Context: an optimization exercise on an open-source flow, tuned for small area, a short achievable clock period and few clock cycles per item. The choices shown serve that exercise and are no tape-out recipe. RTL that was checked went through simulation tests only; none was proved equivalent to the original. Function not checked in runs 3 and 4: the RTL went through the layout flow alone. Power figures rest on the tool's default switching activity, not on a simulated workload.

<file path="design.v">
module rhalo_narrow (
    input  wire        clk,
    input  wire        rst,
    input  wire        in_valid,
    output wire        in_ready,
    input  wire [31:0] in_data,
    input  wire [3:0]  cfg_src,
    input  wire [3:0]  cfg_dst,
    input  wire [1:0]  cfg_rnd,
    input  wire [7:0]  cfg_es,
    input  wire [31:0] cfg_seed,
    input  wire [63:0] cfg_index,
    output wire        out_valid,
    input  wire        out_ready,
    output wire [15:0] out_t,
    output wire [24:0] out_r,
    output wire        out_esat,
    output wire        out_last,
    output wire [4:0]  out_k,
    output wire [7:0]  out_et,
    output wire        out_esc,
    output wire        out_sat,
    output wire        out_err
);
    localparam integer NS = 34;              
    localparam [31:0]  HC = 32'h9E37_79B1;   
    function [31:0] lfsr_step32;
        input [31:0] s;
        integer i;
        reg [31:0] v;
        begin
            v = s;
            for (i = 0; i < 32; i = i + 1)
                v = {v[30:0], v[31] ^ v[21] ^ v[1] ^ v[0]};
            lfsr_step32 = v;
        end
    endfunction
    function [31:0] sext_elem;
        input        s8;
        input        s16;
        input [31:0] d;
        begin
            sext_elem[7:0]   = d[7:0];
            sext_elem[15:8]  = s8 ? {8{d[7]}} : d[15:8];
            sext_elem[31:16] = s8 ? {16{d[7]}} : s16 ? {16{d[15]}} : d[31:16];
        end
    endfunction
    function [23:0] wide_therm;
        input [31:0] x;
        integer j;
        reg [30:0] e;
        reg        acc;
        begin
            e   = x[30:0] ^ {31{x[31]}};
            acc = 1'b0;
            wide_therm = 24'd0;
            for (j = 31; j >= 8; j = j - 1) begin
                acc = acc | e[j-1];
                wide_therm[j-8] = acc;
            end
        end
    endfunction
    function [4:0] therm_bin;
        input [23:0] t;
        integer b, m;
        reg [47:0] tx;
        begin
            tx = {24'd0, t};
            therm_bin = 5'd0;
            for (b = 0; b < 5; b = b + 1)
                for (m = 1; m <= 24; m = m + 1)
                    if (((m >> b) & 1) == 1 && ((m - 1) >> b) % 2 == 0)
                        therm_bin[b] = therm_bin[b] |
                            (t[m-1] & ~tx[m - 1 + (1 << b)]);
        end
    endfunction
    function [15:0] inc16;
        input [15:0] x;
        integer i;
        begin
            inc16[0] = ~x[0];
            for (i = 1; i < 16; i = i + 1)
                inc16[i] = x[i] ^ (&(x | ~((16'd1 << i) - 16'd1)));
        end
    endfunction
    function [5:0] inc_slot;
        input [5:0] s;
        begin
            inc_slot = (s == NS - 1) ? 6'd0 : s + 6'd1;
        end
    endfunction
    reg  [32*NS-1:0] ring;
    wire [31:0] ring0  = ring[31:0];
    wire [31:0] ring1  = ring[63:32];
    wire [31:0] ring33 = ring[32*NS-1 -: 32];
    wire wr;                                  
    wire [31:0] in_q;                         
    always @(posedge clk) begin
        ring[31:0]          <= ring33;
        ring[63:32]         <= ird ? in_q : ring0;
        ring[32*NS-1:64]    <= ring[32*NS-33:32];
    end
    reg [5:0] ph;         
    reg [5:0] head;       
    reg [5:0] tail;       
    reg       full;       
    reg [4:0] wi;         
    reg       ird;        
    reg       xfull;      
    wire rd;              
    reg  ov;              
    reg  [4:0] ri;        
    assign in_ready = ird;
    assign wr = in_valid & ird;
    wire       near     = (inc_slot(tail) == head);    
    wire       full_nx  = ~rd & (full | (wr & near));
    wire       xdone;                         
    wire       xfull_nx = (wr & (wi == 5'd0)) | (xfull & ~xdone);
    wire       wi_nz_nx = wr ? (wi != 5'd31) : (wi != 5'd0);
    wire       ird_nx   = (wr | (ph == tail)) & ~full_nx &
                          (wi_nz_nx | ~xfull_nx);
    always @(posedge clk) begin
        if (rst) begin
            ph   <= 6'd0;
            head <= NS - 1;
            tail <= NS - 1;
            full <= 1'b0;
            wi   <= 5'd0;
            ird  <= 1'b1;
        end else begin
            ph   <= inc_slot(ph);
            if (rd) head <= inc_slot(head);
            if (wr) tail <= inc_slot(tail);
            full <= full_nx;
            if (wr) wi <= wi + 5'd1;
            ird  <= ird_nx;
        end
    end
    reg         l_s8, l_s16;
    reg         l_w16;
    reg         l_rnd;
    reg         l_err;
    reg  [7:0]  l_es;
    reg  [23:0] therm;
    reg         nw1, nw1_first, kc;
    wire cfg_bad = (cfg_src == 4'd0) || (cfg_src > 4'd3) ||
                   (cfg_dst == 4'd0) || (cfg_dst > 4'd3) ||
                   (cfg_dst >= cfg_src) || cfg_rnd[1];
    wire cap = ird & (wi == 5'd0);
    always @(posedge clk) begin
        if (cap) begin
            l_s8  <= (cfg_src[1:0] == 2'd1);
            l_s16 <= (cfg_src[1:0] == 2'd2);
            l_w16 <= cfg_dst[1];
            l_rnd <= cfg_rnd[0];
            l_err <= cfg_bad;
            l_es  <= cfg_es;
        end
    end
    wire w_s8  = (wi == 5'd0) ? (cfg_src[1:0] == 2'd1) : l_s8;
    wire w_s16 = (wi == 5'd0) ? (cfg_src[1:0] == 2'd2) : l_s16;
    assign in_q = sext_elem(w_s8, w_s16, in_data);
    wire [23:0] th_el = wide_therm(ring1);
    wire [23:0] th_f  = (nw1_first ? 24'd0 : therm) | th_el;
    always @(posedge clk) begin
        if (rst) begin
            nw1 <= 1'b0;
            kc  <= 1'b0;
        end else begin
            nw1 <= wr;
            kc  <= wr && (wi == 5'd31);
        end
        nw1_first <= (wi == 5'd0);
        if (nw1) therm <= th_f;
    end
    wire [23:0] kth = l_w16 ? {8'd0, th_f[23:8]} : th_f;
    wire [4:0]  kn  = therm_bin(kth);
    reg         c_esc;
    integer m;
    always @(*) begin
        c_esc = 1'b0;
        for (m = 1; m <= 24; m = m + 1)
            if (l_es == 8'd128 - m[7:0])
                c_esc = c_esc | kth[m-1];
    end
    wire [4:0]  c_k  = l_err ? 5'd0 : c_esc ? ~l_es[4:0] : kn;
    wire [7:0]  c_es = l_err ? 8'd0 : l_es;
    reg       p_v;
    reg       p_w16, p_rnd, p_err, p_esc;  reg [4:0] p_k;  reg [7:0] p_es;
    reg       r_v;
    reg       r_w16, r_rnd, r_err, r_esc;  reg [4:0] r_k;  reg [7:0] r_es;
    wire elig;
    wire r_load  = ~r_v | (elig & (ri == 5'd31) & (~ov | out_ready));
    wire r_fromp = r_load & p_v;
    wire r_fromc = r_load & ~p_v & kc;
    always @(posedge clk) begin
        if (rst) begin
            p_v <= 1'b0;
            r_v <= 1'b0;
            ri  <= 5'd0;
        end else begin
            if (r_load) r_v <= p_v | kc;
            if (r_fromp) p_v <= kc;
            else if (kc && !r_fromc) p_v <= 1'b1;
            if (rd) ri <= ri + 5'd1;
        end
        if (kc && !r_fromc) begin
            p_w16 <= l_w16; p_rnd <= l_rnd;
            p_err <= l_err; p_esc <= c_esc & ~l_err; p_k <= c_k; p_es <= c_es;
        end
        if (r_fromp) begin
            r_w16 <= p_w16; r_rnd <= p_rnd;
            r_err <= p_err; r_esc <= p_esc; r_k <= p_k; r_es <= p_es;
        end else if (r_fromc) begin
            r_w16 <= l_w16; r_rnd <= l_rnd;
            r_err <= l_err; r_esc <= c_esc & ~l_err; r_k <= c_k; r_es <= c_es;
        end
    end
    reg  [31:0] xs, xi, sd;
    reg  [3:0]  mstep;
    reg         mfirst;
    reg         sfull;
    wire [31:0] dmul = (xi[31:30] == 2'd0) ? 32'd0 :
                       (xi[31:30] == 2'd1) ? HC :
                       (xi[31:30] == 2'd2) ? (HC << 1) : (HC * 32'd3);
    wire [31:0] hsum = (mfirst ? 32'd0 : (sd << 2)) + dmul;
    wire        mgo  = xfull & ~sfull;
    wire        mlast = (mstep == 4'd15);
    assign xdone = mgo & mlast;
    always @(posedge clk) begin
        if (mgo)
            sd <= hsum ^ (xs & {32{mlast}});
        if (cap) begin
            xs <= cfg_seed ^ cfg_index[63:32];
            xi <= cfg_index[31:0];
        end else if (mgo) begin
            xi <= xi << 2;
        end
    end
    reg  [31:0] lfsr;
    reg         lv;
    wire last_rd = (ri == 5'd31);
    wire l_seed  = last_rd | ~lv;
    wire l_load  = (rd & (~last_rd | sfull)) | (~lv & sfull);
    wire s_use   = l_seed & sfull & (rd | ~lv);
    wire [31:0] s0 = (sd == 32'd0) ? 32'd1 : sd;
    wire [31:0] l_next = lfsr_step32(l_seed ? s0 : lfsr);
    always @(posedge clk) begin
        if (rst) begin
            xfull  <= 1'b0;
            sfull  <= 1'b0;
            mstep  <= 4'd0;
            mfirst <= 1'b1;
            lv     <= 1'b0;
        end else begin
            xfull <= xfull_nx;
            if (xdone) sfull <= 1'b1;
            else if (s_use) sfull <= 1'b0;
            if (mgo) begin
                mstep  <= mstep + 4'd1;
                mfirst <= mlast;
            end
            if (l_load) lv <= 1'b1;
            else if (rd & last_rd) lv <= 1'b0;
        end
        if (l_load) lfsr <= l_next;
    end
    reg        sat_acc;
    assign elig  = r_v & (ph == head) & lv;
    assign rd  = elig & (~ov | out_ready);
    wire [31:0] q    = ring33;
    wire [31:0] v    = $signed(q) >>> r_k;
    wire [23:0] mask = ~(24'hFFFFFF << r_k);
    wire [23:0] f    = q[23:0] & mask;
    wire [23:0] hm   = mask >> 1;
    wire        hb   = |(q[23:0] & (mask ^ hm));
    wire        stk  = |(q[23:0] & hm);
    wire        up_rne = hb & (stk | v[0]);
    wire        up_sto = (lfsr[23:0] & mask) < f;
    wire        up   = r_rnd ? up_sto : up_rne;
    wire        sgn   = v[31];
    wire        fits  = r_w16 ? (v[31:15] == {17{sgn}}) : (v[31:7] == {25{sgn}});
    wire        lowhi = r_w16 ? (&v[14:0]) : (&v[6:0]);
    wire        is_lm = r_w16 ? (v[31:15] == 17'h1FFFE) : (v[31:7] == 25'h1FFFFFE);
    wire        ovh0  = ~sgn & ~fits;
    wire        ovl0  =  sgn & ~fits;
    wire        ovh1  = ~sgn & (~fits | lowhi);
    wire        ovl1  =  sgn & ~fits & ~(is_lm & lowhi);
    wire [15:0] hi16  = r_w16 ? 16'h7FFF : 16'h007F;
    wire [15:0] lo16  = r_w16 ? 16'h8000 : 16'hFF80;
    wire [15:0] t0    = ovh0 ? hi16 : ovl0 ? lo16 : v[15:0];
    wire [15:0] t1    = ovh1 ? hi16 : ovl1 ? lo16 : inc16(v[15:0]);
    wire        es0   = ovh0 | ovl0;
    wire        es1   = ovh1 | ovl1;
    wire [15:0] t_c   = up ? t1 : t0;
    wire        esat  = up ? es1 : es0;
    wire        rneg  = up & ~es1;
    wire [24:0] r_c   = {rneg, (f | (~mask & {24{rneg}}))};
    reg [15:0] o_t;
    reg [24:0] o_r;
    reg        o_esat, o_last, o_sat, o_esc, o_err;
    reg [4:0]  o_k;
    reg [7:0]  o_et;
    always @(posedge clk) begin
        if (rst) begin
            ov      <= 1'b0;
            sat_acc <= 1'b0;
        end else begin
            if (rd) ov <= 1'b1;
            else if (out_ready) ov <= 1'b0;
            if (rd) sat_acc <= last_rd ? 1'b0 : (sat_acc | (esat & ~r_err));
        end
        if (rd) begin
            o_t    <= r_err ? 16'd0 : t_c;
            o_r    <= (r_err | r_esc) ? 25'd0 : r_c;
            o_esat <= esat & ~r_err;
            o_last <= last_rd;
            o_sat  <= (sat_acc | esat) & ~r_err;
            o_k    <= r_k;
            o_et   <= r_es + {3'd0, r_k};
            o_esc  <= r_esc;
            o_err  <= r_err;
        end
    end
    assign out_valid = ov;
    assign out_t     = o_t;
    assign out_r     = o_r;
    assign out_esat  = o_esat;
    assign out_last  = o_last;
    assign out_k     = o_k;
    assign out_et    = o_et;
    assign out_esc   = o_esc;
    assign out_sat   = o_sat;
    assign out_err   = o_err;
endmodule
</file>
<file path="flow/run.sh">
#!/bin/bash
# Standard ORFS layout (standard synthesis unchanged). Timing repair keeps a
# setup margin so that it shortens the design's paths, and the port buffers
# are plain buffers.
set -euo pipefail
bash standard.sh SETUP_SLACK_MARGIN=14.15 BUFFER_PORTS_ARGS="-buffer_cell sky130_fd_sc_hd__buf_1" finish > standard.log 2>&1
</file>
<file path="standard.sh">
#!/bin/bash
# synth_recipe.tcl (not shown) runs the flow's synth.tcl, then flattens the netlist and writes it again
# the make line also repeats each setting of config.mk as NAME=value (left out here)
make -C /OpenROAD-flow-scripts/flow DESIGN_CONFIG=/design/flow/config.mk WORK_HOME=/design/flow/orfs CLKGATE_MAP_FILE= SYNTH_SCRIPT=/design/flow/synth_recipe.tcl "${@:-finish}"
</file>
<file path="config.mk">
export PLATFORM = sky130hd
export DESIGN_NAME = rhalo_narrow
export DESIGN_NICKNAME = rhalo_narrow
export VERILOG_FILES = /design/flow/design.v
export SDC_FILE = /design/flow/constraint.sdc
export NUM_CORES = 4
export LEC_CHECK = 0
export CAP_MARGIN = 20
export CORE_MARGIN = 2
export CORE_UTILIZATION = 65
export CTS_BUF_LIST = sky130_fd_sc_hd__clkbuf_16
export CTS_CLUSTER_DIAMETER = 100
export CTS_CLUSTER_SIZE = 25
export PLACE_DENSITY = 0.75
export SLEW_MARGIN = 20
</file>
<file path="constraint.sdc">
create_clock -name core_clock -period 19.0 [get_ports {clk}]
set_input_delay 3.8000 -clock core_clock [delete_from_list [all_inputs] [get_ports {clk}]]
set_output_delay 3.8000 -clock core_clock [all_outputs]
set_load 0.01 [all_outputs]
</file>
==> metrics.csv, run 1 <==
stage,metric,value,unit
sta,final slew viol count,0,
grt,first-pass GRT wire length,137000,um
logic_synthesis,sequential element share of the synthesized area,70.8,%
final_layout,Final Util,71.7,%
drt,initial drt markers,2141,
final_layout,post-route cell area,47100,um2
logic_synthesis,top-area cell type share of the netlist area,52.8,%
cts,clk latency of the worst-skew pair,0.66,ns
logic_synthesis,cell taking the most area after synthesis,dfxtp_1,
placement,DP Area,44700,um2
drt,DRT antenna net count,0,
sta,Final Worst Setup Slack,13.92,ns
sta,FMAX,197,MHz
sta,Fin. Hold Viols,0,
final_layout,Final #Nets,3551,
sta,skew final,0.0488,ns
die,Ports,211,
drt,Vias per Instance,5.62,
die,die area,68200,um2
sta,setup TNS,0,ns
final_layout,area delta synth->final,9.47,%
worst_setup_path,Crit Path Max Fanout,1,
cts,TritonCTS buffer count,66,
grt,grt ovf,0,
sta,final setup fails,0,
cts,clk sinks,1391,
job,max-cap violations,0,
worst_setup_path,Critical Path Source Type,flip-flop,
die,initial core utilization,65.5,%
sta,min cycle time layout,5.08,ns
worst_hold_path,hold crit path type,flip-flop to flip-flop,
placement,IO buf count,210,
logic_synthesis,"FFs w/ async S/R, synth",0,%
worst_setup_path,critical path class,flip-flop to primary output,
drt,drt pass-1 iters,6,
die,area of the core,65600,um2
logic_synthesis,Syn Area/Cell,13.8,um2
logic_synthesis,#FFs+latches synth,1391,
grt,vias in the first global route,23945,
drt,Routed WL,91300,um
worst_hold_path,Hold Path Depth,0,
worst_setup_path,Worst Path Arrival,1.28,ns
final_layout,diode count,0,
power,Pleak,18.5,nW
final_layout,layout cells sized above 1,11.6,%
sta,slew margin rel.,32.5,%
worst_setup_path,CP peak stage delay,0.48,ns
logic_synthesis,synth warn,1,
sta,Tcrit/Tclk final,26.7,%
worst_setup_path,"critical path, cell by cell",buf_1,
power,total power divided by cell area,161,nW/um2
logic_synthesis,synthesized net count,3348,
die,num rows,94,
die,die span in x,261,um
cts,Worst-path clk slew,0.09,ns
drt,total number of vias,23668,
cts,Max clock buf depth,3,
cts,CTS Hold Bufs,0,
grt,antenna violations before repair,3,
logic_synthesis,number of synthesized flops with an enable pin,258,
placement,routability cong.,0.938,
status,status,"complete, no violations",
logic_synthesis,Main synth FF type,dfxtp_1,
sta,RSZ-0062 raised after global routing,yes,
logic_synthesis,Mapped Area,43000,um2
worst_setup_path,Worst R2R Path Depth,14,
logic_synthesis,Area contributors post-synth,"dfxtp_1, edfxtp_1, xor2_1",
drt,DRC viols,0,
logic_synthesis,Synth cell types,97,
cts,CTS tree,built,
logic_synthesis,Synth Instances,3117,
die,die height,261,um
grt,Total Routing Usage GR,26.5,%
power,VDD IR-drop max,0.259,mV
worst_setup_path,Crit. path cell count,1,
grt,pin count of the biggest net entering global routing,63,
cts,H-tree levels,3,
worst_setup_path,"delay-heaviest family, CP",flip-flops,
cts,clk root buf,clkbuf_16,
drt,Avg WL per Cell,21.7,um
power,total power,7.59,mW
sta,Tightest Pin Transition,1.01,ns
placement,DPL Wire Length,60800,um
worst_setup_path,CP endpoint kind,primary output,
worst_setup_path,crit path buf inv count,1,
worst_setup_path,slowest stage cell on the critical path,edfxtp_1,
worst_setup_path,CP required,15.20,ns
placement,Setup Slack @ Placement,12.80,ns
layout make-up:
cell class,count,area [um2]
Sequential cell,1391,30400
Inverter,80,315
Clock buffer,69,1730
Clock inverter,29,228
Multi-Input combinational cell,1536,12100
Timing Repair Buffer,245,1210
Tap cell,864,1080
Fill cell,4285,18600
state kept, by name, indices dropped and copies added, names as in the netlist, 5 cells and up:
| name | count |
|---|---|
| o_et | 8 |
| r_es | 8 |
| p_es | 8 |
| o_k | 5 |
| tail | 6 |
| sd | 32 |
| o_t | 16 |
| xs | 32 |
| p_k | 5 |
| wi | 5 |
| l_es | 8 |
| xi | 32 |
| ph | 6 |
| therm | 24 |
| head | 6 |
| r_k | 5 |
| lfsr | 32 |
| o_r | 25 |
| ring | 1088 |
| ri | 5 |
worst paths after layout:
kind                    end       start  slack [ns]
setup reg to reg    o_r[14]  ring[1078]       14.31
hold / removal     ring[64]    ring[32]        0.31
hold reg to reg    ring[64]    ring[32]        0.31
setup / recovery  out_et[3]     o_et[3]       13.92
synthesized netlist by cell type, types with 6 or more instances:
library cell / n
o211ai_1: 10
nand4_1: 22
nor2b_1: 66
xnor2_2: 17
a211o_1: 7
nand2_1: 149
o2111ai_1: 8
mux2_2: 84
and2_1: 18
nor3b_1: 6
a211oi_1: 13
inv_1: 76
xor2_1: 128
nor3_1: 22
mux2i_1: 49
or3_1: 16
dfxtp_1: 1133
and4_1: 8
xnor2_1: 125
buf_4: 6
nand2b_1: 30
nor4_1: 21
mux4_2: 42
a21o_1: 32
and3_1: 18
a221oi_1: 6
buf_1: 11
nand3_1: 32
o22ai_1: 25
clkbuf_1: 85
o21a_1: 20
nor2_1: 122
a22oi_1: 7
edfxtp_1: 258
o21ai_0: 57
a21oi_1: 152
ha_1: 79
o31ai_1: 10
a31oi_1: 10
o21ai_1: 8
or2_2: 13
report_power, final:
group	internal (mW)	switching [mW]	leakage (nW)
Sequential	3.78	0.277	11.9
Combinational	0.940	1.03	5.59
Clock	0.673	0.892	1.02
Total	5.39	2.19	18.5
per-stage QoR:
step | cells | hold WS [ns]
finish | 4214 | 0.308
global route | 4214 | 0.315
CTS | 4211 | 0.313
detailed placement | 4100 | 0.312
global placement | 4100 | 0.309
floorplan | 3117 | 0.310
per-layer routing:
layer | part of all wire, % | vias up | GRT usage (%) | wire length, um
li1 | - | 11150 | - | -
met1 | 43 | 11563 | 36.0 | 39500
met3 | 6.0 | 180 | 4.43 | 5480
met4 | 3.2 | 0 | 8.90 | 2950
met2 | 48 | 775 | 43.8 | 43400
met5 | 0 | - | 0 | 0
placed cells by master, fill, tap and decap left out, drive strengths merged, types with 26 or more instances in the layout:
master and count:
a21o 32, clkbuf 111, mux2 87, edfxtp 258
nor2 123, o21ai 68, nand2 149, xor2 128
buf 203, mux2i 50, nand3 32, ha 79
dfxtp 1133, xnor2 144, nand2b 30, a21oi 152
inv 100, o22ai 26, nor2b 66, mux4 42
cell families after synthesis:
group                    share of synthesized area (%)
flip-flops                                        70.8
buffers and inverters                             1.87
XOR/XNOR                                          6.08
adder cells (fa/ha/maj)                           2.42
AND/OR/NAND/NOR                                   6.68
multiplexers                                      5.65
AO/OA/AOI/OAI                                     6.52
timing repair:
action	4_1_cts	5_1_grt
gates resized for setup	26	82
pin swaps	5	2
cloned	3	0
buffers inserted	10	3
setup endpoints to repair	192	155
Testbench counts, summed over its fixed seeds: cycles 65,808, items 2,048.
==> run 2, diff against run 1 <==
--- a/flow/run.sh
+++ b/flow/run.sh
@@ -5,2 +5,2 @@
 set -euo pipefail
-bash standard.sh SETUP_SLACK_MARGIN=14.15 BUFFER_PORTS_ARGS="-buffer_cell sky130_fd_sc_hd__buf_1" finish > standard.log 2>&1
+bash standard.sh SETUP_SLACK_MARGIN=14 BUFFER_PORTS_ARGS="-buffer_cell sky130_fd_sc_hd__buf_1" finish > standard.log 2>&1
==> run 2 against run 1 <==
  * Flip-flop and latch count did not move
  * Synthesized cell count did not move
  * Combinational power fell by 2%
  * Area after synthesis did not move
  * Utilization fell by 0.14 points
==> metrics.csv, run 2 <==
stage,metric,value,unit
status,status,"complete, no violations",
drt,drt pass-1 iters,6,
worst_setup_path,Crit. path cell count,1,
logic_synthesis,synth warn,1,
logic_synthesis,top-area cell type share of the netlist area,52.8,%
final_layout,"leading cell type in the layout, fill and taps excluded",dfxtp_1,
worst_setup_path,"delay-heaviest family, CP",flip-flops,
grt,grt ovf,0,
sta,setup TNS,0,ns
logic_synthesis,Synth cell types,97,
grt,antenna violations before repair,9,
sta,FMAX,197,MHz
cts,clk root buf,clkbuf_16,
drt,DRC viols,0,
logic_synthesis,Area contributors post-synth,"dfxtp_1, edfxtp_1, xor2_1",
logic_synthesis,Main synth FF type,dfxtp_1,
die,die span in x,261,um
cts,Worst-path clk slew,0.09,ns
die,die height,261,um
logic_synthesis,Synth Instances,3117,
worst_setup_path,Critical Path Source Type,flip-flop,
final_layout,area delta synth->final,9.26,%
cts,Max clock buf depth,3,
sta,Tcrit/Tclk final,26.7,%
cts,TritonCTS buffer count,67,
logic_synthesis,most frequent cell after synthesis,dfxtp_1,
final_layout,# fillers,4281,
final_layout,Final Util,71.6,%
worst_hold_path,Hold Path Depth,0,
power,total power,7.54,mW
power,VDD IR-drop max,0.253,mV
drt,Routed WL,91200,um
grt,first-pass GRT wire length,138000,um
sta,final slew viol count,0,
sta,final setup fails,0,
worst_setup_path,CP peak stage delay,0.48,ns
sta,skew final,0.0288,ns
die,die area,68200,um2
die,initial core utilization,65.5,%
logic_synthesis,top post-synthesis cells by count,"dfxtp_1, edfxtp_1, a21oi_1",
worst_setup_path,slowest stage cell on the critical path,edfxtp_1,
sta,RSZ-0062 raised after global routing,yes,
logic_synthesis,Mapped Area,43000,um2
worst_setup_path,Worst R2R Path Depth,14,
grt,pin count of the biggest net entering global routing,63,
logic_synthesis,Syn Area/Cell,13.8,um2
placement,placed insts,4096,
worst_setup_path,critical path class,flip-flop to primary output,
die,area of the core,65600,um2
cts,clk sinks,1391,
grt,Total Routing Usage GR,26.5,%
job,max-cap violations,0,
grt,vias in the first global route,23720,
final_layout,Biggest register,ring,
power,Pleak,18.5,nW
sta,Tightest Pin Transition,0.904,ns
logic_synthesis,number of synthesized flops with an enable pin,258,
cts,clk latency of the worst-skew pair,0.64,ns
sta,Hold Worst Slack,0.322,ns
final_layout,"leading cell types in the layout, fill and taps excluded","dfxtp_1, edfxtp_1, buf_1",
placement,DPL Wire Length,59500,um
logic_synthesis,cell taking the most area after synthesis,dfxtp_1,
worst_hold_path,hold crit path type,flip-flop to flip-flop,
worst_setup_path,crit path buf inv count,1,
logic_synthesis,"FFs w/ async S/R, synth",0,%
power,total power divided by cell area,160,nW/um2
die,Ports,211,
worst_setup_path,"critical path, cell by cell",clkbuf_2,
cts,CTS tree,built,
sta,min cycle time layout,5.07,ns
worst_setup_path,CP endpoint kind,primary output,
final_layout,Final #Nets,3550,
worst_setup_path,Worst Path Arrival,1.27,ns
die,num rows,94,
placement,IO buf count,210,
drt,Vias per Instance,5.64,
final_layout,max reg flops,1088,
logic_synthesis,synthesized net count,3348,
sta,slew margin rel.,39.7,%
drt,Avg WL per Cell,21.7,um
final_layout,Non-Filler Instances,4212,
sta,Fin. Hold Viols,0,
final_layout,layout cells sized above 1,10.8,%
logic_synthesis,sequential element share of the synthesized area,70.8,%
drt,initial drt markers,2013,
drt,DRT antenna net count,0,
placement,routability cong.,0.922,
logic_synthesis,#FFs+latches synth,1391,
cts,H-tree levels,3,
worst_setup_path,Crit Path Max Fanout,1,
worst_setup_path,CP required,15.20,ns
drt,total number of vias,23763,
## run 2: routing by layer
metal	global-route usage (%)	share of wire [%]	up-vias
met5	0	0	-
met3	3.87	6.3	180
li1	-	-	11161
met2	43.1	47	870
met4	7.20	2.8	0
met1	37.6	44	11552
## run 2: stage by stage
stage / worst slack (ns) / cell area, um2
global route: 13.88 / 47000
global placement: 12.86 / 44600
finish: 13.93 / 47000
detailed placement: 12.79 / 44600
floorplan: 13.79 / 43100
CTS: 13.90 / 46800
## run 2: path summary, 6_finish.rpt
| path | to | from | slack (ns) |
|---|---|---|---|
| worst max-delay path | out_esat | o_esat | 13.93 |
| worst max register to register | o_t[9] | ring[1077] | 14.22 |
| worst min register to register | ring[622] | ring[590] | 0.32 |
| worst min-delay path | ring[622] | ring[590] | 0.32 |
## run 2: where the power goes
group          leakage (nW)  total [mW]  switching, mW  internal (mW)
Sequential             11.9        4.04          0.263           3.78
Combinational          5.56        1.93           1.01          0.923
Clock                  1.01        1.57          0.897          0.669
Total                  18.5        7.54           2.17           5.37
## run 2: area by class of cell
class | instances | area, um2 | share of cell area, %
timing repair inverter | 1 | 5.00 | 0.0107
multi-input combinational | 1538 | 12000 | 25.5
antenna | 2 | 5.00 | 0.0107
clock inverter | 28 | 249 | 0.530
sequential | 1391 | 30400 | 64.8
inverter | 80 | 312 | 0.663
clock buffer | 68 | 1700 | 3.62
tap | 864 | 1080 | 2.30
timing repair buffer | 240 | 1190 | 2.54
## run 2: cells by family after synthesis
kind of cell    after synthesis  synth area share, %
flops                      1391                 70.8
simple gates                566                 6.68
compound gates              431                 6.52
xor+xnor                    275                 6.08
buf+inv                     193                 1.87
mux                         179                 5.65
fa+ha+maj                    82                 2.42
## run 2: repair_timing
item | 4_1_cts | 5_1_grt
endpoints found under the setup margin | 168 | 138
hold buffers | 0 | 0
pin swaps | 2 | 1
gates cloned | 5 | 3
buffers inserted | 6 | 3
resized for setup | 26 | 54
==> run 3, diff against run 2 <==
--- a/design.v
+++ b/design.v
@@ -85,2 +85,18 @@
     endfunction
+    function lt24;
+        input [23:0] a;
+        input [23:0] b;
+        integer i, l;
+        reg [31:0] lt, eq;
+        begin
+            lt = {8'd0, ~a & b};
+            eq = {8'hFF, ~(a ^ b)};
+            for (l = 1; l < 32; l = l * 2)
+                for (i = 0; i < 32; i = i + 2 * l) begin
+                    lt[i] = lt[i + l] | (eq[i + l] & lt[i]);
+                    eq[i] = eq[i + l] & eq[i];
+                end
+            lt24 = lt[0];
+        end
+    endfunction
     function [5:0] inc_slot;
@@ -278,3 +294,3 @@
     wire        up_rne = hb & (stk | v[0]);
-    wire        up_sto = (lfsr[23:0] & mask) < f;
+    wire        up_sto = lt24(lfsr[23:0] & mask, f);
     wire        up   = r_rnd ? up_sto : up_rne;
==> run 3 against run 2 <==
  * Register-to-register slack got worse by 0.04 ns
  * Critical path depth did not move
  * Sequential share of layout area rose by 0.36 points
  * Wire length fell by 2.4%
  * First-iteration DRC count rose by 2.8%
  * Worst hold slack got worse by 0.017 ns
  * Critical endpoint is now out_et[2]
  * Clock skew rose by 0.013 ns
  * Largest cell class unchanged
  * Final cell count rose by 1.0%
  * Design area fell by 0.56%
  * Total power fell by 7.4%
  * Flip-flop and latch count did not move
==> metrics.csv, run 3 <==
stage,metric,value,unit
worst_setup_path,Worst Path Arrival,1.33,ns
logic_synthesis,synth warn,1,
sta,Tcrit/Tclk final,27.0,%
cts,H-tree levels,3,
drt,drt pass-1 iters,5,
logic_synthesis,#FFs+latches synth,1391,
sta,RSZ-0062 raised after global routing,yes,
worst_setup_path,Critical Path Source Type,flip-flop,
grt,pin count of the biggest net entering global routing,72,
logic_synthesis,cell taking the most area after synthesis,dfxtp_1,
status,status,"complete, no violations",
grt,gr busiest metal,met2,
logic_synthesis,top post-synthesis cells by count,"dfxtp_1, edfxtp_1, nand2_1",
logic_synthesis,Synth Instances,3154,
cts,clk latency of the worst-skew pair,0.67,ns
drt,Vias per Instance,5.59,
final_layout,max reg flops,1088,
die,die area,67900,um2
logic_synthesis,Main synth FF type,dfxtp_1,
drt,total number of vias,23787,
drt,Routed WL,89000,um
grt,met3 GRT Util,3.97,%
worst_hold_path,hold crit path type,flip-flop to flip-flop,
final_layout,Biggest register,ring,
sta,final slew viol count,0,
logic_synthesis,"FFs w/ async S/R, synth",0,%
worst_setup_path,CP peak stage delay,0.51,ns
grt,Total Routing Usage GR,25.8,%
worst_setup_path,Crit Path Max Fanout,1,
cts,CTS Hold Bufs,0,
logic_synthesis,Mapped Area,42800,um2
sta,skew final,0.0419,ns
grt,GRT met1 Usage,37.3,%
die,Ports,211,
worst_setup_path,CP required,15.20,ns
final_layout,Final #Nets,3585,
power,Pleak,18.3,nW
logic_synthesis,Area contributors post-synth,"dfxtp_1, edfxtp_1, xnor2_1",
worst_hold_path,Hold Path Depth,0,
cts,Max clock buf depth,3,
sta,FMAX,195,MHz
sta,final setup fails,0,
final_layout,# fillers,4266,
power,VDD IR-drop max,0.149,mV
job,max-cap violations,0,
worst_setup_path,crit path buf inv count,1,
cts,TritonCTS buffer count,67,
logic_synthesis,Syn Area/Cell,13.6,um2
placement,IO buf count,210,
placement,DPL Wire Length,59300,um
logic_synthesis,sequential element share of the synthesized area,71.1,%
sta,slew margin rel.,33.1,%
logic_synthesis,number of synthesized flops with an enable pin,258,
cts,CTS tree,built,
final_layout,area delta synth->final,9.11,%
logic_synthesis,most frequent cell after synthesis,dfxtp_1,
die,num rows,94,
sta,Tightest Pin Transition,1.00,ns
grt,vias in the first global route,23189,
worst_setup_path,Crit. path cell count,1,
worst_setup_path,"delay-heaviest family, CP",flip-flops,
grt,first-pass GRT wire length,134000,um
sta,setup TNS,0,ns
cts,clk root buf,clkbuf_16,
logic_synthesis,Synth cell types,92,
sta,Fin. Hold Viols,0,
grt,antenna violations before repair,4,
drt,DRT antenna net count,0,
grt,met2 GRT Util,40.9,%
worst_setup_path,"critical path, cell by cell",buf_1,
die,initial core utilization,65.4,%
die,die height,261,um
final_layout,layout cells sized above 1,9.53,%
die,area of the core,65500,um2
die,die span in x,261,um
logic_synthesis,synthesized net count,3385,
logic_synthesis,top-area cell type share of the netlist area,53.0,%
worst_setup_path,Worst R2R Path Depth,18,
worst_setup_path,CP endpoint kind,primary output,
power,total power divided by cell area,149,nW/um2
grt,grt ovf,0,
worst_setup_path,critical path class,flip-flop to primary output,
final_layout,"leading cell type in the layout, fill and taps excluded",dfxtp_1,
drt,initial drt markers,2069,
final_layout,Final Util,71.3,%
drt,Avg WL per Cell,20.9,um
cts,Worst-path clk slew,0.11,ns
placement,routability cong.,0.923,
final_layout,"leading cell types in the layout, fill and taps excluded","dfxtp_1, edfxtp_1, nand2_1",
worst_setup_path,slowest stage cell on the critical path,edfxtp_1,
cts,clk sinks,1391,
drt,DRC viols,0,
sta,min cycle time layout,5.13,ns
## run 3: cell count changes after synthesis, sizes merged, moves of 10 or more
cell    change
nand2      +38
o211ai     +10
buf        +11
clkbuf     -14
xnor2      +24
nor2       +22
a21o       -10
nor2b      -15
nand3      +19
xor2       -16
mux2       -22
## run 3: worst paths after layout
check | end | slack [ns] | start
setup / recovery | out_et[2] | 13.87 | o_et[2]
hold / removal | ring[943] | 0.31 | ring[911]
setup reg to reg | o_r[22] | 14.18 | r_k[4]
hold reg to reg | ring[943] | 0.31 | ring[911]
## run 3: timing repair
action,CTS,global route
pin swaps,0,1
resized for setup,24,54
endpoints found under the setup margin,55,104
gates cloned,0,0
endpoints found under the hold margin,0,0
setup buffers,0,3
## run 3: report_power, final
group,internal [mW],leakage [nW],switching (mW),total [mW]
Clock,0.675,1.06,0.906,1.58
Sequential,3.70,11.9,0.234,3.93
Combinational,0.660,5.32,0.801,1.46
Total,5.04,18.3,1.94,6.98
## run 3: per-layer routing
metal	share of wire [%]	vias to the layer above
met5	0.015	-
met4	2.3	2
met3	5.6	127
met2	46	756
met1	46	11615
li1	-	11287
## run 3: cell type report
type                       instances  area [um2]  share of cell area, %
antenna                            2        5.00                 0.0107
clock buffer                      68        1700                   3.64
clock inverter                    35         323                  0.691
inverter                          86         329                  0.704
multi-input combinational       1567       11700                   25.0
sequential                      1391       30400                   65.1
tap                              864        1080                   2.31
timing repair buffer             241        1160                   2.49
## run 3: metrics by stage
step                      cell area [um2]  hold WS, ns  power, mW  cells  worst slack, ns
after floorplan                     42900        0.310       5.05   3154            13.58
after global placement              44500        0.309       5.36   4145            13.24
after detailed placement            44500        0.312       5.44   4145            13.17
after CTS                           46600        0.307       7.01   4248            13.85
after global routing                46700        0.319       7.28   4252            13.83
final                               46700        0.305       6.98   4254            13.87
## run 3: cell families (layout without fill, tap and decap cells)
| family | after synthesis | in the layout | synth area share [%] |
|---|---|---|---|
| flops | 1391 | 1391 | 71.1 |
| buf+inv | 196 | 430 | 1.89 |
| other cells | 0 | 2 | 0 |
| xor+xnor | 280 | 280 | 5.78 |
| fa+ha+maj | 81 | 81 | 2.40 |
| simple gates | 611 | 611 | 6.90 |
| compound gates | 441 | 441 | 6.80 |
| mux | 154 | 154 | 5.14 |
==> run 4, diff against run 3 <==
--- a/config.mk
+++ b/config.mk
@@ -9,3 +9,3 @@
 export CORE_MARGIN = 2
-export CORE_UTILIZATION = 65
+export CORE_UTILIZATION = 69
 export CTS_BUF_LIST = sky130_fd_sc_hd__clkbuf_16
@@ -13,3 +13,3 @@
 export CTS_CLUSTER_SIZE = 25
-export PLACE_DENSITY = 0.75
+export PLACE_DENSITY = 0.8
 export SLEW_MARGIN = 20
==> run 4 against run 3 <==
  * Still clean
  * Utilization rose by 4.7 points
  * Clock skew fell by 0.0077 ns
  * Synthesized cell count did not move
  * Register-to-register slack got worse by 0.06 ns
  * Wire length rose by 10%
  * Maximum frequency rose by 0.34%
  * Area after synthesis did not move
  * First-iteration DRC count rose by 34%
  * Sequential share of layout area barely moved
  * Die area fell by 5.7%
  * Highest routed layer is now met4
==> metrics.csv, run 4 <==
stage,metric,value,unit
logic_synthesis,cell taking the most area after synthesis,dfxtp_1,
sta,RSZ-0062 raised after global routing,yes,
logic_synthesis,Synth Instances,3154,
grt,pin count of the biggest net entering global routing,68,
cts,CTS tree,built,
die,die area,64100,um2
grt,vias in the first global route,24784,
cts,H-tree levels,3,
drt,DRC viols,0,
sta,Tightest Pin Transition,0.957,ns
final_layout,Final #Nets,3592,
logic_synthesis,#FFs+latches synth,1391,
sta,Fin. Hold Viols,0,
grt,first-pass GRT wire length,147000,um
final_layout,# fillers,3667,
logic_synthesis,Area contributors post-synth,"dfxtp_1, edfxtp_1, xnor2_1",
power,VDD IR-drop max,0.188,mV
worst_setup_path,CP peak stage delay,0.50,ns
logic_synthesis,Mapped Area,42800,um2
worst_setup_path,Crit Path Max Fanout,1,
logic_synthesis,top-area cell type share of the netlist area,53.0,%
cts,clk root buf,clkbuf_16,
sta,Hold Worst Slack,0.318,ns
logic_synthesis,sequential element share of the synthesized area,71.1,%
sta,skew final,0.0342,ns
power,Clk pwr share,22.2,%
final_layout,max reg flops,1088,
final_layout,area occupied by registers,30400,um2
cts,clk sinks,1391,
cts,CTS Hold Bufs,0,
drt,initial drt markers,2772,
final_layout,diode count,0,
placement,IO buf count,210,
final_layout,area delta synth->final,9.10,%
sta,min cycle time layout,5.12,ns
worst_setup_path,slowest stage cell on the critical path,edfxtp_1,
sta,FMAX,195,MHz
grt,Total Routing Usage GR,30.5,%
final_layout,Biggest register,ring,
logic_synthesis,synthesized net count,3385,
sta,slew margin rel.,36.1,%
status,status,"complete, no violations",
drt,drt pass-1 iters,6,
logic_synthesis,Main synth FF type,dfxtp_1,
worst_setup_path,crit path buf inv count,1,
power,Flop pwr share,56.5,%
sta,Final Worst Setup Slack,13.88,ns
final_layout,"leading cell type in the layout, fill and taps excluded",dfxtp_1,
sta,final setup fails,0,
power,Pleak,18.4,nW
drt,Routed WL,98100,um
die,die span in x,253,um
power,Int Power,5.02,mW
final_layout,post-route cell area,46700,um2
worst_setup_path,critical path class,flip-flop to primary output,
sta,Tcrit/Tclk final,26.9,%
die,area of the core,61500,um2
placement,routability cong.,0.904,
sta,final slew viol count,0,
worst_setup_path,CP endpoint kind,primary output,
worst_setup_path,"critical path, cell by cell",clkbuf_2,
power,Sw Ratio,28.3,%
worst_hold_path,hold crit path type,flip-flop to flip-flop,
drt,total number of vias,24773,
power,Sw Pwr,1.99,mW
power,total power,7.01,mW
grt,antenna violations before repair,0,
worst_setup_path,Critical Path Source Type,flip-flop,
placement,placed insts,4070,
worst_setup_path,Worst Path Arrival,1.32,ns
job,max-cap violations,0,
power,combinational power share,21.3,%
drt,Avg WL per Cell,23.4,um
worst_setup_path,"delay-heaviest family, CP",flip-flops,
die,Ports,211,
worst_setup_path,CP required,15.20,ns
logic_synthesis,number of synthesized flops with an enable pin,258,
sta,setup TNS,0,ns
logic_synthesis,synth warn,1,
power,total power divided by cell area,150,nW/um2
placement,DPL Wire Length,63900,um
final_layout,footprint of the multi-input gates,11700,um2
grt,grt ovf,0,
die,num rows,91,
final_layout,Final Util,76.0,%
drt,DRT antenna net count,0,
logic_synthesis,Syn Area/Cell,13.6,um2
drt,Vias per Instance,5.92,
die,die height,253,um
logic_synthesis,top post-synthesis cells by count,"dfxtp_1, edfxtp_1, nand2_1",
logic_synthesis,most frequent cell after synthesis,dfxtp_1,
die,initial core utilization,69.6,%
final_layout,"leading cell types in the layout, fill and taps excluded","dfxtp_1, edfxtp_1, nand2_1",
placement,DP Area,44400,um2
logic_synthesis,"FFs w/ async S/R, synth",0,%
final_layout,Non-Filler Instances,4186,
final_layout,layout cells sized above 1,9.84,%
cts,Worst-path clk slew,0.10,ns
cts,Max clock buf depth,3,
logic_synthesis,Synth cell types,92,
cts,clk latency of the worst-skew pair,0.65,ns
placement,Setup Slack @ Placement,12.38,ns
cts,TritonCTS buffer count,66,
[run 4: cell counts after synthesis]
Identical to the previous run, type by type.
[run 4: power groups by stage]
stage | registers, mW | clock network [mW] | logic, mW
after floorplan | 3.87 | 0 | 1.18
after global placement | 3.96 | 0 | 1.40
after detailed placement | 4.01 | 0 | 1.45
after CTS | 3.96 | 1.58 | 1.47
after global routing | 4.00 | 1.68 | 1.62
final | 3.96 | 1.56 | 1.49
[run 4: repair_timing]
item / CTS / global route
endpoints found under the hold margin: 0 / 0
gates cloned: 4 / 2
pin swaps: 1 / 0
resized for setup: 36 / 67
setup buffers: 5 / 2
setup endpoints to repair: 159 / 114
[run 4: path summary, 6_finish.rpt]
check	start	to	slack, ns	cells after the start
max reg2reg	ring[63]	r_k[0]	14.12	12
min reg2reg	ring[363]	ring[395]	0.32	0
max	o_k[0]	out_k[0]	13.88	1
min	ring[363]	ring[395]	0.32	0
[run 4: cell families (layout without fill, tap and decap cells)]
kind of cell    count (synthesis)  in the layout  share of synthesized area [%]
compound gates                441            442                           6.80
flops                        1391           1391                           71.1
mux                           154            154                           5.14
xor+xnor                      280            280                           5.78
simple gates                  611            612                           6.90
fa+ha+maj                      81             81                           2.40
buf+inv                       196            436                           1.89
[run 4: final cells by class]
cell class              count  area share (%)
clock buffers              66            3.54
repair inverters            2          0.0429
multi-input cells        1569            25.1
well taps                 790            2.12
repair buffers            245            2.69
inverters                  86           0.766
clock inverters            37           0.571
flip-flops and latches   1391            65.2
[run 4: layer usage]
layer | track usage [%] | part of all wire (%) | up-vias | wire length [um]
met5 | 0 | 0 | - | 0
met4 | 10.7 | 3.5 | 0 | 3440
met3 | 4.10 | 6.7 | 226 | 6570
met2 | 50.6 | 48 | 1155 | 47400
met1 | 41.7 | 42 | 12099 | 40700
li1 | - | - | 11293 | -
==> run 5, diff against run 4 <==
--- a/design.v
+++ b/design.v
@@ -179,3 +179,3 @@
     wire [23:0] th_el = wide_therm(ring1);
-    wire [23:0] th_f  = (nw1_first ? 24'd0 : therm) | th_el;
+    wire [23:0] th_f  = (therm & {24{~(nw1 & nw1_first)}}) | (th_el & {24{nw1}});
     always @(posedge clk) begin
@@ -189,3 +189,3 @@
         nw1_first <= (wi == 5'd0);
-        if (nw1) therm <= th_f;
+        therm <= th_f;
     end
--- a/config.mk
+++ b/config.mk
@@ -9,3 +9,3 @@
 export CORE_MARGIN = 2
-export CORE_UTILIZATION = 69
+export CORE_UTILIZATION = 65
 export CTS_BUF_LIST = sky130_fd_sc_hd__clkbuf_16
@@ -13,3 +13,3 @@
 export CTS_CLUSTER_SIZE = 25
-export PLACE_DENSITY = 0.8
+export PLACE_DENSITY = 0.75
 export SLEW_MARGIN = 20
==> run 5 against run 4 <==
  * Final cell count is 0.65% higher
  * Still clean on timing, DRC and antenna
  * Worst hold slack worse by 0.0056 ns
  * First-iteration DRC count is 20% lower
  * Design area is 0.44% lower
  * Flip-flop and latch count stayed put
  * Synthesized cell count is 0.63% lower
  * Via count is 3.1% lower
  * Worst setup slack better by 0.039 ns
  * Maximum frequency is 0.76% higher
  * Wire length is 4.3% lower
  * Count of clock-buffer cells in the layout stayed put
==> metrics.csv, run 5 <==
stage,metric,value,unit
die,initial core utilization,66.0,%
die,area of the core,64600,um2
cts,TritonCTS buffer count,66,
logic_synthesis,cell taking the most area after synthesis,dfxtp_1,
cts,clk sinks,1391,
final_layout,Non-Filler Instances,4213,
worst_setup_path,CP required,15.20,ns
logic_synthesis,top post-synthesis cells by count,"dfxtp_1, edfxtp_1, nand2_1",
logic_synthesis,"FFs w/ async S/R, synth",0,%
cts,CTS tree,built,
sta,Tightest Pin Transition,1.10,ns
die,die height,260,um
logic_synthesis,sequential element share of the synthesized area,70.8,%
logic_synthesis,most frequent cell after synthesis,dfxtp_1,
grt,Total Routing Usage GR,27.6,%
worst_setup_path,Critical Path Source Type,flip-flop,
cts,clk latency of the worst-skew pair,0.65,ns
final_layout,Final #Nets,3562,
worst_setup_path,Worst R2R Path Depth,16,
logic_synthesis,synthesized net count,3365,
sta,Fin. Hold Viols,0,
logic_synthesis,top-area cell type share of the netlist area,54.3,%
logic_synthesis,Syn Area/Cell,13.6,um2
drt,DRC viols,0,
worst_setup_path,critical path class,flip-flop to primary output,
final_layout,"leading cell type in the layout, fill and taps excluded",dfxtp_1,
power,Pleak,18.5,nW
final_layout,area delta synth->final,9.12,%
grt,antenna violations before repair,1,
worst_setup_path,"critical path, cell by cell",clkbuf_2,
placement,DP Area,44200,um2
cts,H-tree levels,3,
drt,DRT antenna net count,0,
worst_setup_path,Worst Path Arrival,1.28,ns
die,num rows,93,
die,Ports,211,
worst_hold_path,Hold Path Depth,0,
power,VDD IR-drop max,0.252,mV
sta,setup TNS,0,ns
worst_setup_path,slowest stage cell on the critical path,edfxtp_1,
logic_synthesis,Mapped Area,42600,um2
logic_synthesis,Synth Instances,3134,
drt,initial drt markers,2229,
sta,skew final,0.0307,ns
sta,Final Worst Setup Slack,13.92,ns
grt,vias in the first global route,24084,
cts,CTS Hold Bufs,0,
worst_setup_path,"delay-heaviest family, CP",flip-flops,
status,status,"complete, no violations",
logic_synthesis,Area contributors post-synth,"dfxtp_1, edfxtp_1, xnor2_1",
logic_synthesis,Synth cell types,93,
drt,Vias per Instance,5.70,
final_layout,Biggest register,ring,
worst_hold_path,hold crit path type,flip-flop to flip-flop,
cts,clk root buf,clkbuf_16,
final_layout,Final Util,72.0,%
placement,Setup Slack @ Placement,12.38,ns
worst_setup_path,CP endpoint kind,primary output,
job,max-cap violations,0,
drt,total number of vias,24009,
logic_synthesis,Main synth FF type,dfxtp_1,
grt,first-pass GRT wire length,142000,um
worst_setup_path,Crit. path cell count,1,
logic_synthesis,synth warn,1,
power,total power divided by cell area,164,nW/um2
worst_setup_path,CP peak stage delay,0.47,ns
grt,pin count of the biggest net entering global routing,67,
grt,grt ovf,0,
placement,DPL Wire Length,62100,um
sta,min cycle time layout,5.08,ns
placement,placed insts,4111,
sta,Tcrit/Tclk final,26.7,%
sta,RSZ-0062 raised after global routing,yes,
final_layout,layout cells sized above 1,10.3,%
placement,IO buf count,210,
cts,Worst-path clk slew,0.10,ns
logic_synthesis,#FFs+latches synth,1391,
sta,FMAX,197,MHz
worst_setup_path,Crit Path Max Fanout,1,
logic_synthesis,number of synthesized flops with an enable pin,234,
drt,drt pass-1 iters,7,
die,die area,67600,um2
placement,routability cong.,0.906,
drt,Routed WL,94000,um
sta,final setup fails,0,
drt,Avg WL per Cell,22.3,um
final_layout,"leading cell types in the layout, fill and taps excluded","dfxtp_1, edfxtp_1, nand2_1",
cts,Max clock buf depth,3,
sta,final slew viol count,0,
die,die span in x,260,um
sta,slew margin rel.,26.4,%
worst_setup_path,crit path buf inv count,1,
final_layout,post-route cell area,46500,um2
final_layout,max reg flops,1088,
run 5: changes by cell type after synthesis, moves of 8 or more:
| cell | before | now |
|---|---|---|
| mux2i_1 | 42 | 53 |
| dfxtp_1 | 1133 | 1157 |
| edfxtp_1 | 258 | 234 |
| nor2_1 | 145 | 157 |
| and3_1 | 16 | 28 |
| o211ai_1 | 20 | 11 |
| xnor2_1 | 166 | 144 |
| nand2_1 | 186 | 175 |
| a21oi_1 | 152 | 140 |
| mux2_2 | 64 | 72 |
| o31ai_1 | 18 | 6 |
run 5: through the flow:
stage | total power, mW | hold WS (ns)
detailed placement | 6.05 | 0.312
finish | 7.63 | 0.312
global placement | 5.99 | 0.309
floorplan | 5.56 | 0.310
global route | 7.97 | 0.317
CTS | 7.63 | 0.317
run 5: cell families after synthesis:
logic type                 count (synthesis)  share of synthesized area, %
AOI/OAI and AO/OA                        412                          6.31
xor gates and xnor gates                 272                          6.02
adders and majority gates                 82                          2.44
buffers and inverters                    193                          1.81
DFF                                     1391                          70.8
muxes                                    174                          5.72
and+or+nand+nor                          610                          6.87
run 5: path summary, 6_finish.rpt:
check        startpoint   endpoint  slack [ns]
min reg2reg   ring[586]  ring[618]        0.31
min           ring[586]  ring[618]        0.31
max reg2reg       ri[0]    lfsr[1]       14.22
max             o_r[24]  out_r[24]       13.92
run 5: routing by layer:
layer | track usage (%) | wire, um | vias up
met5 | 0 | 0 | -
met4 | 7.84 | 2790 | 0
met3 | 4.99 | 6770 | 183
met2 | 46.2 | 46100 | 967
met1 | 36.9 | 38200 | 11714
li1 | - | - | 11145
run 5: timing repair:
item | in CTS | in global routing
setup endpoints to repair | 191 | 135
setup buffers | 0 | 3
pin swaps | 0 | 1
gates cloned | 2 | 2
gates resized for setup | 39 | 63
run 5: final cells by class:
cell class	instances	area, um2
fillers	4159	18100
clock inverters	28	249
flip-flops and latches	1391	30200
repair inverters	1	8.76
inverters	86	354
diodes	1	2.50
clock buffers	66	1650
multi-input cells	1552	11900
well taps	855	1070
repair buffers	233	1110
run 5: power by group:
| group | total (mW) | leakage [nW] | switching (mW) | internal (mW) |
|---|---|---|---|---|
| sequential | 4.03 | 11.9 | 0.270 | 3.76 |
| clock | 1.56 | 0.986 | 0.899 | 0.663 |
| combinational | 2.04 | 5.57 | 1.06 | 0.971 |
Testbench counts of run 5, summed over its fixed seeds: cycles 65,808, items 2,048.
==> run 6, diff against run 5 <==
==> flow/run.sh (replaced) <==
#!/bin/bash
# Standard ORFS layout (standard synthesis unchanged). Timing repair keeps a
# setup margin so that it shortens the design's paths, the port buffers are
# plain buffers, and clock tree synthesis adds no dummy loads.
set -euo pipefail
bash standard.sh SETUP_SLACK_MARGIN=14 \
  BUFFER_PORTS_ARGS="-buffer_cell sky130_fd_sc_hd__buf_1" \
  CTS_ARGS="-sink_clustering_enable -repair_clock_nets -sink_clustering_size 25 -sink_clustering_max_diameter 100 -buf_list sky130_fd_sc_hd__clkbuf_16 -dont_use_dummy_load" \
  finish > standard.log 2>&1
==> run 6 against run 5 <==
  * Total power fell by 0.99%
  * Global-route usage barely moved
  * Sequential share of layout area rose by 0.44 points
  * Utilization fell by 0.48 points
  * Area after synthesis did not move
  * Largest power group unchanged
==> metrics.csv, run 6 <==
stage,metric,value,unit
logic_synthesis,top-area cell type share of the netlist area,54.3,%
worst_setup_path,crit path buf inv count,1,
power,Clk pwr share,19.5,%
final_layout,"leading cell types in the layout, fill and taps excluded","dfxtp_1, edfxtp_1, buf_1",
placement,DPL Wire Length,62100,um
job,max-cap violations,0,
sta,skew final,0.0827,ns
worst_setup_path,critical path class,flip-flop to primary output,
sta,setup TNS,0,ns
final_layout,# fillers,4204,
cts,Worst-path clk slew,0.10,ns
grt,antenna violations before repair,2,
drt,Routed WL,93900,um
die,die height,260,um
final_layout,"leading cell type in the layout, fill and taps excluded",dfxtp_1,
grt,first-pass GRT wire length,142000,um
worst_setup_path,Worst Path Arrival,1.22,ns
worst_setup_path,"critical path, cell by cell",buf_1,
power,Int Power,5.36,mW
die,die span in x,260,um
status,status,"complete, no violations",
sta,final slew viol count,0,
logic_synthesis,Synth Instances,3134,
worst_hold_path,hold crit path type,flip-flop to flip-flop,
drt,Avg WL per Cell,22.4,um
power,combinational power share,27.1,%
worst_setup_path,"delay-heaviest family, CP",flip-flops,
final_layout,layout cells sized above 1,9.43,%
grt,grt ovf,0,
power,Sw Pwr,2.19,mW
final_layout,max reg flops,1088,
power,VDD IR-drop max,0.255,mV
sta,min cycle time layout,5.02,ns
worst_setup_path,CP peak stage delay,0.46,ns
logic_synthesis,#FFs+latches synth,1391,
logic_synthesis,Mapped Area,42600,um2
sta,Tightest Pin Transition,1.09,ns
power,Flop pwr share,53.4,%
sta,RSZ-0062 raised after global routing,yes,
logic_synthesis,top post-synthesis cells by count,"dfxtp_1, edfxtp_1, nand2_1",
sta,Fin. Hold Viols,0,
cts,clk root buf,clkbuf_16,
grt,vias in the first global route,24210,
cts,clk latency of the worst-skew pair,0.63,ns
worst_setup_path,Critical Path Source Type,flip-flop,
final_layout,Biggest register,ring,
power,Pleak,18.2,nW
worst_setup_path,Crit Path Max Fanout,1,
cts,TritonCTS buffer count,66,
logic_synthesis,Area contributors post-synth,"dfxtp_1, edfxtp_1, xnor2_1",
cts,CTS Hold Bufs,0,
logic_synthesis,sequential element share of the synthesized area,70.8,%
grt,pin count of the biggest net entering global routing,67,
die,initial core utilization,66.0,%
die,num rows,93,
logic_synthesis,"FFs w/ async S/R, synth",0,%
drt,drt pass-1 iters,7,
drt,total number of vias,23920,
sta,slew margin rel.,27.3,%
power,Sw Ratio,29.0,%
grt,Total Routing Usage GR,27.5,%
logic_synthesis,synth warn,1,
final_layout,Final Util,71.5,%
die,area of the core,64600,um2
logic_synthesis,Synth cell types,93,
logic_synthesis,synthesized net count,3365,
logic_synthesis,number of synthesized flops with an enable pin,234,
drt,DRC viols,0,
logic_synthesis,Main synth FF type,dfxtp_1,
sta,FMAX,199,MHz
logic_synthesis,Syn Area/Cell,13.6,um2
drt,Vias per Instance,5.72,
sta,Tcrit/Tclk final,26.4,%
logic_synthesis,cell taking the most area after synthesis,dfxtp_1,
logic_synthesis,most frequent cell after synthesis,dfxtp_1,
placement,routability cong.,0.906,
power,total power divided by cell area,164,nW/um2
sta,final setup fails,0,
final_layout,area delta synth->final,8.39,%
drt,initial drt markers,2210,
worst_setup_path,CP endpoint kind,primary output,
die,die area,67600,um2
worst_setup_path,CP required,15.20,ns
worst_setup_path,slowest stage cell on the critical path,edfxtp_1,
die,Ports,211,
sta,Final Worst Setup Slack,13.98,ns
placement,IO buf count,210,
final_layout,Final #Nets,3562,
worst_setup_path,register-to-register setup slack,14.19,ns
placement,Setup Slack @ Placement,12.38,ns
cts,clk sinks,1391,
drt,DRT antenna net count,0,
cts,H-tree levels,3,
cts,CTS tree,built,
cts,Max clock buf depth,3,
## run 6: cell counts after synthesis
Identical to the previous run, type by type.
## run 6: timing repair
action                                  in CTS  in global routing
endpoints found under the setup margin     166                125
cloned                                       2                  2
buffers inserted                             0                  3
gates resized for setup                     24                 46
pin swaps                                    0                  0
## run 6: layout make-up
type / count / area, um2 / area share [%]
Timing Repair Buffer: 233 / 1050 / 2.26
Inverter: 86 / 354 / 0.767
Tap cell: 855 / 1070 / 2.32
Timing Repair inverter: 1 / 8.76 / 0.0190
Clock buffer: 66 / 1650 / 3.58
Sequential cell: 1391 / 30200 / 65.4
Multi-Input combinational cell: 1552 / 11900 / 25.7
Antenna cell: 1 / 2.50 / 0.00542
## run 6: power groups by stage
stage	logic, mW	registers [mW]	clock network (mW)
after floorplan	1.63	3.93	0
after global placement	1.95	4.04	0
after detailed placement	1.97	4.08	0
after CTS	1.99	4.04	1.50
after global routing	2.21	4.08	1.59
final	2.05	4.04	1.47
## run 6: final timing paths
| path | startpoint | end | depth (start not counted) |
|---|---|---|---|
| hold reg to reg | ring[975] | ring[1007] | 0 |
| hold / removal | ring[975] | ring[1007] | 0 |
| setup reg to reg | ri[0] | lfsr[1] | 14 |
| setup / recovery | o_r[8] | out_r[8] | 1 |
## run 6: cells by family after synthesis
family	synth area share, %
AOI/OAI and AO/OA	6.31
xor gates and xnor gates	6.02
adders and majority gates	2.44
buffers and inverters	1.81
DFF	70.8
muxes	5.72
and+or+nand+nor	6.87
## run 6: metal layers
| layer | wire length [um] | vias to the layer above | GRT usage, % |
|---|---|---|---|
| li1 | - | 11111 | - |
| met1 | 38800 | 11684 | 37.0 |
| met2 | 45700 | 902 | 46.0 |
| met3 | 6400 | 223 | 4.81 |
| met4 | 3050 | 0 | 8.27 |
| met5 | 0 | - | 0 |
## run 6: per-stage QoR
step           power (mW)  cells  instance area (um2)  hold WS, ns
4_1_cts              7.54   4179                46000        0.296
2_1_floorplan        5.56   3134                42700        0.310
3_3_place_gp         5.99   4111                44200        0.309
6_report             7.55   4185                46200        0.305
3_5_place_dp         6.05   4111                44200        0.312
5_1_grt              7.88   4185                46200        0.285
==> run 7, diff against run 6 <==
==> flow/run.sh (replaced) <==
#!/bin/bash
# Standard ORFS layout (standard synthesis unchanged). Timing repair keeps a
# setup margin so that it shortens the design's paths, and the port buffers
# are plain buffers. After placement, each output port buffer is moved next
# to the cell that drives it (then legalized), so that the long wire to the
# pin is driven by the buffer rather than by the register.
set -euo pipefail
ARGS=(SETUP_SLACK_MARGIN=14 BUFFER_PORTS_ARGS="-buffer_cell sky130_fd_sc_hd__buf_1")
bash standard.sh "${ARGS[@]}" place > standard_place.log 2>&1
R=$(pwd)/orfs/results/sky130hd/rhalo_narrow/base
cat > move_outbufs.tcl <<EOT
read_db $R/3_place.odb
set block [ord::get_db_block]
set moved 0
foreach inst [\$block getInsts] {
  if {![string match "output*" [\$inst getName]]} { continue }
  set net ""
  foreach it [\$inst getITerms] {
    if {[\$it isInputSignal]} { set net [\$it getNet] }
  }
  if {\$net eq ""} { continue }
  set drv [\$net getFirstOutput]
  if {\$drv eq "NULL" || \$drv eq ""} { continue }
  set loc [[\$drv getInst] getLocation]
  \$inst setLocation [lindex \$loc 0] [lindex \$loc 1]
  incr moved
}
puts "moved \$moved output buffers"
detailed_placement
check_placement -verbose
write_db $R/3_place.odb
EOT
openroad -no_init -exit move_outbufs.tcl > move_outbufs.log 2>&1
bash standard.sh "${ARGS[@]}" finish > standard.log 2>&1
==> run 7 against run 6 <==
  * Clock skew down 0.044 ns
  * Design area up 1.2%
  * Sequential power about the same
  * Synthesized cell count unchanged
  * Worst setup slack better by 0.018 ns
  * Combinational power about the same
  * Highest routed layer is now met5
  * Still clean on timing, DRC and antenna
  * Critical endpoint is now out_et[0]
  * Flip-flop and latch count unchanged
  * Count of clock-buffer cells in the layout up 2
  * Clock power up 6%
==> metrics.csv, run 7 <==
stage,metric,value,unit
status,status,"complete, no violations",
logic_synthesis,Post-Synth XOR/XNOR Area,6.02,%
cts,TritonCTS buffer count,66,
final_layout,area occupied by registers,30200,um2
worst_setup_path,CP peak stage delay,0.41,ns
cts,Max clock buf depth,3,
logic_synthesis,post-synthesis simple-gate area fraction,6.87,%
logic_synthesis,synth warn,1,
worst_setup_path,Worst Path Arrival,1.21,ns
placement,IO buf count,210,
drt,initial drt markers,2231,
worst_hold_path,Hold Path Depth,0,
worst_setup_path,worst r2r dst,lfsr[1],
grt,first-pass GRT wire length,143000,um
logic_synthesis,#FFs+latches synth,1391,
power,VDD IR-drop max,0.251,mV
drt,total number of vias,24061,
die,die height,260,um
logic_synthesis,Syn Area/Cell,13.6,um2
grt,antenna violations before repair,2,
logic_synthesis,most frequent cell after synthesis,dfxtp_1,
logic_synthesis,largest family of logic cells by synthesized area,simple AND/OR/NAND/NOR gates,
logic_synthesis,synthesized net count,3365,
die,die span in x,260,um
logic_synthesis,cell taking the most area after synthesis,dfxtp_1,
worst_setup_path,Crit Reg-Reg Startpoint,ri[0],
logic_synthesis,compound-gate portion of the synthesized area,6.31,%
final_layout,Non-Filler Instances,4218,
die,area of the core,64600,um2
worst_setup_path,"delay-heaviest family, CP",flip-flops,
logic_synthesis,Main synth FF type,dfxtp_1,
power,Pleak,18.6,nW
logic_synthesis,number of synthesized flops with an enable pin,234,
sta,final slew viol count,0,
die,Ports,211,
sta,min cycle time layout,5.01,ns
placement,placed insts,4111,
cts,clk root buf,clkbuf_16,
sta,Tcrit/Tclk final,26.3,%
grt,vias in the first global route,24265,
cts,H-tree levels,3,
sta,final setup fails,0,
worst_setup_path,CP endpoint kind,primary output,
final_layout,# fillers,4131,
final_layout,footprint of the multi-input gates,11900,um2
logic_synthesis,Synth Area in Adders,2.44,%
cts,clk latency of the worst-skew pair,0.65,ns
final_layout,area delta synth->final,9.74,%
power,total power,7.64,mW
logic_synthesis,"FFs w/ async S/R, synth",0,%
job,max-cap violations,0,
drt,Routed WL,95400,um
worst_hold_path,hold crit path type,flip-flop to flip-flop,
logic_synthesis,Synth Instances,3134,
drt,drt pass-1 iters,9,
drt,Vias per Instance,5.70,
grt,Total Routing Usage GR,27.9,%
power,total power divided by cell area,163,nW/um2
cts,CTS tree,built,
final_layout,"leading cell type in the layout, fill and taps excluded",dfxtp_1,
sta,RSZ-0062 raised after global routing,yes,
placement,DPL Wire Length,62100,um
die,die area,67600,um2
sta,Tightest Pin Transition,1.11,ns
logic_synthesis,multiplexer area fraction after synthesis,5.72,%
sta,setup TNS,0,ns
worst_setup_path,CP required,15.20,ns
worst_setup_path,Crit Path Max Fanout,1,
cts,Worst-path clk slew,0.10,ns
final_layout,Final Util,72.4,%
placement,routability cong.,0.906,
logic_synthesis,Mapped Area,42600,um2
die,initial core utilization,66.0,%
worst_setup_path,"critical path, cell by cell",buf_6,
drt,Avg WL per Cell,22.6,um
sta,Fin. Hold Viols,0,
logic_synthesis,sequential element share of the synthesized area,70.8,%
cts,clk sinks,1391,
sta,skew final,0.0391,ns
logic_synthesis,top post-synthesis cells by count,"dfxtp_1, edfxtp_1, nand2_1",
logic_synthesis,top-area cell type share of the netlist area,54.3,%
logic_synthesis,Area contributors post-synth,"dfxtp_1, edfxtp_1, xnor2_1",
worst_setup_path,Critical Path Source Type,flip-flop,
sta,FMAX,200,MHz
die,num rows,93,
worst_setup_path,slowest stage cell on the critical path,edfxtp_1,
worst_setup_path,register-to-register setup slack,14.21,ns
final_layout,max reg flops,1088,
final_layout,"leading cell types in the layout, fill and taps excluded","dfxtp_1, edfxtp_1, nand2_1",
final_layout,Final #Nets,3567,
final_layout,Biggest register,ring,
grt,grt ovf,0,
worst_hold_path,Worst Hold Launch,ring[554],
logic_synthesis,Synth cell types,93,
final_layout,layout cells sized above 1,10.7,%
drt,DRC viols,0,
worst_setup_path,Worst R2R Path Depth,16,
worst_setup_path,critical path class,flip-flop to primary output,
drt,DRT antenna net count,0,
sta,slew margin rel.,26.1,%
cts,CTS Hold Bufs,0,
grt,pin count of the biggest net entering global routing,67,
worst_hold_path,Worst Hold Endpoint,ring[586],
worst_setup_path,crit path buf inv count,1,
worst_setup_path,worst setup path start,o_et[0],
## run 7: area by class of cell
| cell class | instances | share of cell area (%) |
|---|---|---|
| Sequential cell | 1391 | 64.6 |
| Multi-Input combinational cell | 1551 | 25.4 |
| Clock buffer | 68 | 3.64 |
| Timing Repair Buffer | 239 | 2.91 |
| Tap cell | 855 | 2.29 |
| Inverter | 86 | 0.757 |
| Clock inverter | 25 | 0.452 |
| Timing Repair inverter | 1 | 0.0187 |
| Antenna cell | 2 | 0.0107 |
## run 7: cells by family after synthesis
family                   after synthesis
flip-flops                          1391
AND/OR/NAND/NOR                      610
AO/OA/AOI/OAI                        412
XOR/XNOR                             272
buffers and inverters                193
multiplexers                         174
adder cells (fa/ha/maj)               82
## run 7: layer usage
metal	vias up	wire length [um]	global-route usage, %
li1	11143	-	-
met1	11675	38300	36.4
met2	994	46000	45.7
met3	247	7570	6.65
met4	2	3580	10.1
met5	-	13	0
## run 7: stage by stage
| step | setup WS [ns] | cell area (um2) | hold WS, ns |
|---|---|---|---|
| 6_report | 13.99 | 46800 | 0.311 |
| 5_1_grt | 13.87 | 46800 | 0.319 |
| 2_1_floorplan | 13.58 | 42700 | 0.310 |
| 4_1_cts | 13.97 | 46400 | 0.319 |
| 3_5_place_dp | 12.38 | 44200 | 0.312 |
| 3_3_place_gp | 12.55 | 44200 | 0.309 |
## run 7: power breakdown
group	internal (mW)	leakage [nW]	switching [mW]	total, mW
logic	0.972	5.68	1.07	2.04
registers	3.76	11.9	0.274	4.04
clock network	0.665	0.990	0.895	1.56
total	5.40	18.6	2.24	7.64
## run 7: repair_timing
item	in CTS	in global routing
pin swaps	0	1
cloned	2	1
resized for setup	114	52
setup endpoints to repair	191	143
setup buffers	0	9
## run 7: worst max-delay path by stage
stage,end,slack (ns),cells after the start
after floorplan,lfsr[0],13.58,6
after global placement,r_w16,12.55,8
after detailed placement,r_es[1],12.38,8
after CTS,out_k[1],13.97,1
after global routing,o_t[9],13.87,18
final,out_et[0],13.99,1

re-timing with driven ports:
The flow's constraints put no driver on any port. The routed layouts listed below were extracted and timed again, unchanged, in two steps. Step 1, drivers: a clkbuf_16 drives clk and a buf_2 each remaining input, both assumed. Step 2 times the ports against the registers' clock, not the clock port: input delays grow and output delays shrink by t, the midpoint of the rising clock arrivals with the driver on. Three values: ideal, step 1, step 2; two values: the first two.
| run | t, ns | slack for setup (ns) | clock arrival spread, ns | worst data-port slew with drivers (ns) |
|---|---|---|---|---|
| run 1 | 0.701 | 13.920 / 13.851 / 13.525 | 0.049 / 0.050 | 0.07 |
| run 2 | 0.696 | 13.934 / 13.867 / 13.406 | 0.030 / 0.030 | 0.06 |
| run 3 | 0.709 | 13.867 / 13.801 / 13.398 | 0.046 / 0.045 | 0.07 |
| run 4 | 0.698 | 13.884 / 13.820 / 13.504 | 0.037 / 0.038 | 0.07 |
| run 5 | 0.701 | 13.923 / 13.855 / 13.473 | 0.037 / 0.038 | 0.08 |
| run 6 | 0.657 | 13.976 / 13.909 / 13.500 | 0.083 / 0.083 | 0.07 |
| run 7 | 0.696 | 13.995 / 13.929 / 13.438 | 0.041 / 0.041 | 0.07 |
After both steps setup and hold are still met in every run listed. The setup slack of run 7, which loses most, moves by -0.066 ns with the drivers and by -0.557 ns with both steps.
